Background: an optimization exercise with open tools, aiming at small area, a short achievable clock period and few clock cycles. Do not read the settings as production practice.
Only simulation tests tie the RTL to the original design; equivalence was not proved.
No activity file was given, so power comes from the tool's default toggle rates.

==> inputs of job 7748 <==
// acd_axu
module acd_axu (
    input  wire        clk,
    input  wire        rst,           
    input  wire        in_valid,
    output wire        in_ready,
    input  wire [31:0] in_insn,       
    input  wire [31:0] in_a,          
    input  wire [31:0] in_b,          
    output reg         out_valid,
    output reg         out_wr,        
    output reg         out_illegal,   
    output reg  [7:0]  out_flags,     
    output reg  [31:0] out_data       
);
Settings: LEC_CHECK=0, CAP_MARGIN=30, CORE_MARGIN=2, CORE_UTILIZATION=35, SETUP_SLACK_MARGIN=5, SLEW_MARGIN=20, TNS_END_PERCENT=5; clock period 16.0 ns.
standard.sh (not shown) runs the stock make flow with config.mk's settings and CLKGATE_MAP_FILE= SYNTH_SCRIPT=/design/flow/synth_recipe.tcl, a recipe that flattens the netlist after the stock synthesis.
==> flow/flow/run.sh <==
#!/bin/bash
set -euo pipefail
bash standard.sh synth > synth.log 2>&1
bash standard.sh SETUP_SLACK_MARGIN=10.5 finish > layout.log 2>&1
==> job 9916 (differences from job 7748) <==
==> flow/run.sh (new file) <==
#!/bin/bash
# synth_recipe.tcl (not shown) runs the flow's synth.tcl, then flattens the netlist and writes it again
# the make line also repeats each setting of config.mk as NAME=value (left out here)
make -C /OpenROAD-flow-scripts/flow DESIGN_CONFIG=/design/flow/config.mk WORK_HOME=/design/flow/orfs CLKGATE_MAP_FILE= SYNTH_SCRIPT=/design/flow/synth_recipe.tcl finish
Settings changed: TNS_END_PERCENT 5 to not set.
removed: flow/flow/run.sh
removed: flow/standard.sh
==> comparison <==
- In job 9916 the final area is lower than in job 7748, by about 6%.
- Between job 9916 and job 7748, the lower global-route usage is in job 9916 (gap 0.33 points).
- Job 7748 ran to the end with no violations. Job 9916 finished clean.
- Of job 9916 and job 7748, job 7748 has the higher wire length (gap about 1.5%, measured against job 7748).
- Of job 9916 and job 7748, job 7748 has the higher via count (gap 3.3%, measured against job 7748).
- Sequential power is about the same in job 7748 and job 9916.
- Between job 7748 and job 9916, the lower critical path depth is in job 9916 (gap 1).
- Against job 7748, the maximum frequency of job 9916 is lower by about 30%.
- Synthesized cell count is the same in job 7748 and job 9916.
- Clock skew: job 9916 is lower than job 7748 (0.024 ns).
- Between job 9916 and job 7748, the lower sequential share of layout area is in job 7748 (gap 1.5 points).
==> figures <==
metric	job 7748	job 9916
Worst Tran Pin Value	1.25 ns	1.26 ns
Logic depth of the worst register-to-register path	24	23
Clock latency (worst-skew pair)	0.91 ns	0.89 ns
Data arrival time of the critical path	7.92 ns	10.85 ns
Cell count after placement	17932	17977
Number of antenna violations at the first check in global routing	60	72
Per-cell via count in the routed design	6.54	6.43
Comb power	13.3 mW	12.3 mW
Number of nets in the final layout	15070	14761
Clock network fraction of design power	0.160	0.166
Buffers inserted during post-CTS setup optimization	216	0
Flop pwr share	0.198	0.209
Final area over synthesized area	1.174x	1.099x
Iteration count of the initial detailed-routing pass	17	7
Count of plain and timing-repair buffers	973	669
Total cell area at the placement stage	123000 um^2	123000 um^2
Relative contribution of combinational cells to total power	0.642	0.625
Layout cells sized above 1	0.150	0.0930
Total power	20.7 mW	19.6 mW
Proportion of cell area occupied by registers	0.215	0.230
Outcome	complete, no violations	complete, no violations
Testbench counts of job 7748, summed over its fixed seeds: cycles 18,051.
Testbench counts of job 9916, summed over its fixed seeds: cycles 18,051.

========
==> run K: inputs <==
Another version of the RTL of acd_axu (not shown whole).
Design acd_axu, start of the top module:
module acd_axu (
    input  wire        clk,
    input  wire        rst,           
    input  wire        in_valid,
    output wire        in_ready,
    input  wire [31:0] in_insn,       
    input  wire [31:0] in_a,          
    input  wire [31:0] in_b,          
    output reg         out_valid,
    output reg         out_wr,        
    output reg         out_illegal,   
    output reg  [7:0]  out_flags,     
    output reg  [31:0] out_data       
);
clock: 16.0 ns
lec_check: 0
abc_area: 1
cap_margin: 30
core_margin: 2
core_utilization: 52
setup_slack_margin: 5
slew_margin: 20
tns_end_percent: 5
==> flow/flow/run.sh <==
#!/bin/bash
set -uo pipefail
bash standard.sh synth > synth.log 2>&1 || exit 1
for u in 52 45 38; do
    if bash standard.sh SETUP_SLACK_MARGIN=10.5 CORE_UTILIZATION=$u finish > layout_u$u.log 2>&1; then
        exit 0
    fi
    bash standard.sh clean_floorplan clean_place clean_cts clean_route clean_finish > clean_u$u.log 2>&1
done
exit 1
==> run X: changes against run K <==
==> flow/flow/run.sh (replaced) <==
#!/bin/bash
set -uo pipefail
bash standard.sh synth > synth.log 2>&1 || exit 1
for u in 52 45 38; do
    if bash standard.sh SETUP_SLACK_MARGIN=11.5 CORE_UTILIZATION=$u finish > layout_u$u.log 2>&1; then
        exit 0
    fi
    bash standard.sh clean_floorplan clean_place clean_cts clean_route clean_finish > clean_u$u.log 2>&1
done
exit 1
Settings changed: CAP_MARGIN 30 to 40, SLEW_MARGIN 20 to 40.
==> run summary <==
Run X ran to the end with no violations. Run K completed with no timing, DRC or antenna violations. Fmax: run X is larger than run K (about 7%). In run X the combinational power is larger than in run K, by about 11%. In clock power, run K and run X hardly differ. Of run K and run X, run X has the higher first-iteration DRC count (gap 4.1%, measured against run X). Between run X and run K, the lower critical path depth is in run X (gap 1). Between run K and run X, the lower sequential share of layout area is in run X (gap 1.4 points).
Testbench counts of run K, summed over its fixed seeds: cycles 13,439.
Testbench counts of run X, summed over its fixed seeds: cycles 13,439.

[afterwards: timing with drivers on the ports]
The results above use ideal ports. As a check the final layouts listed here were re-extracted and re-timed, cells and wires unchanged. Step 1 (the two cells are an assumption about what drives the block):
set clk [get_ports {clk}]
set_driving_cell -lib_cell sky130_fd_sc_hd__clkbuf_16 $clk
set_driving_cell -lib_cell sky130_fd_sc_hd__buf_2 [delete_from_list [all_inputs] $clk]
Step 2 times the ports against the registers' clock, not the clock port: input delays grow and output delays shrink by t, the midpoint of the rising clock arrivals with the driver on. Three values: ideal, step 1, step 2; two values: the first two.
run	t, ns	setup WS [ns]	hold slack, ns	worst setup path after step 2	worst data-port slew with drivers (ns)
job 7748	0.970	8.824 / 8.824 / 8.824	0.414 / 0.414 / 0.414	register to register	0.07
job 9916	0.967	5.924 / 5.924 / 5.924	0.405 / 0.405 / 0.405	register to register	0.10
run K	1.054	9.925 / 9.925 / 9.925	0.339 / 0.339 / 0.339	register to register	0.12
run X	1.047	10.337 / 10.337 / 10.337	0.343 / 0.343 / 0.343	register to register	0.13
After both steps every run listed still meets setup and hold.
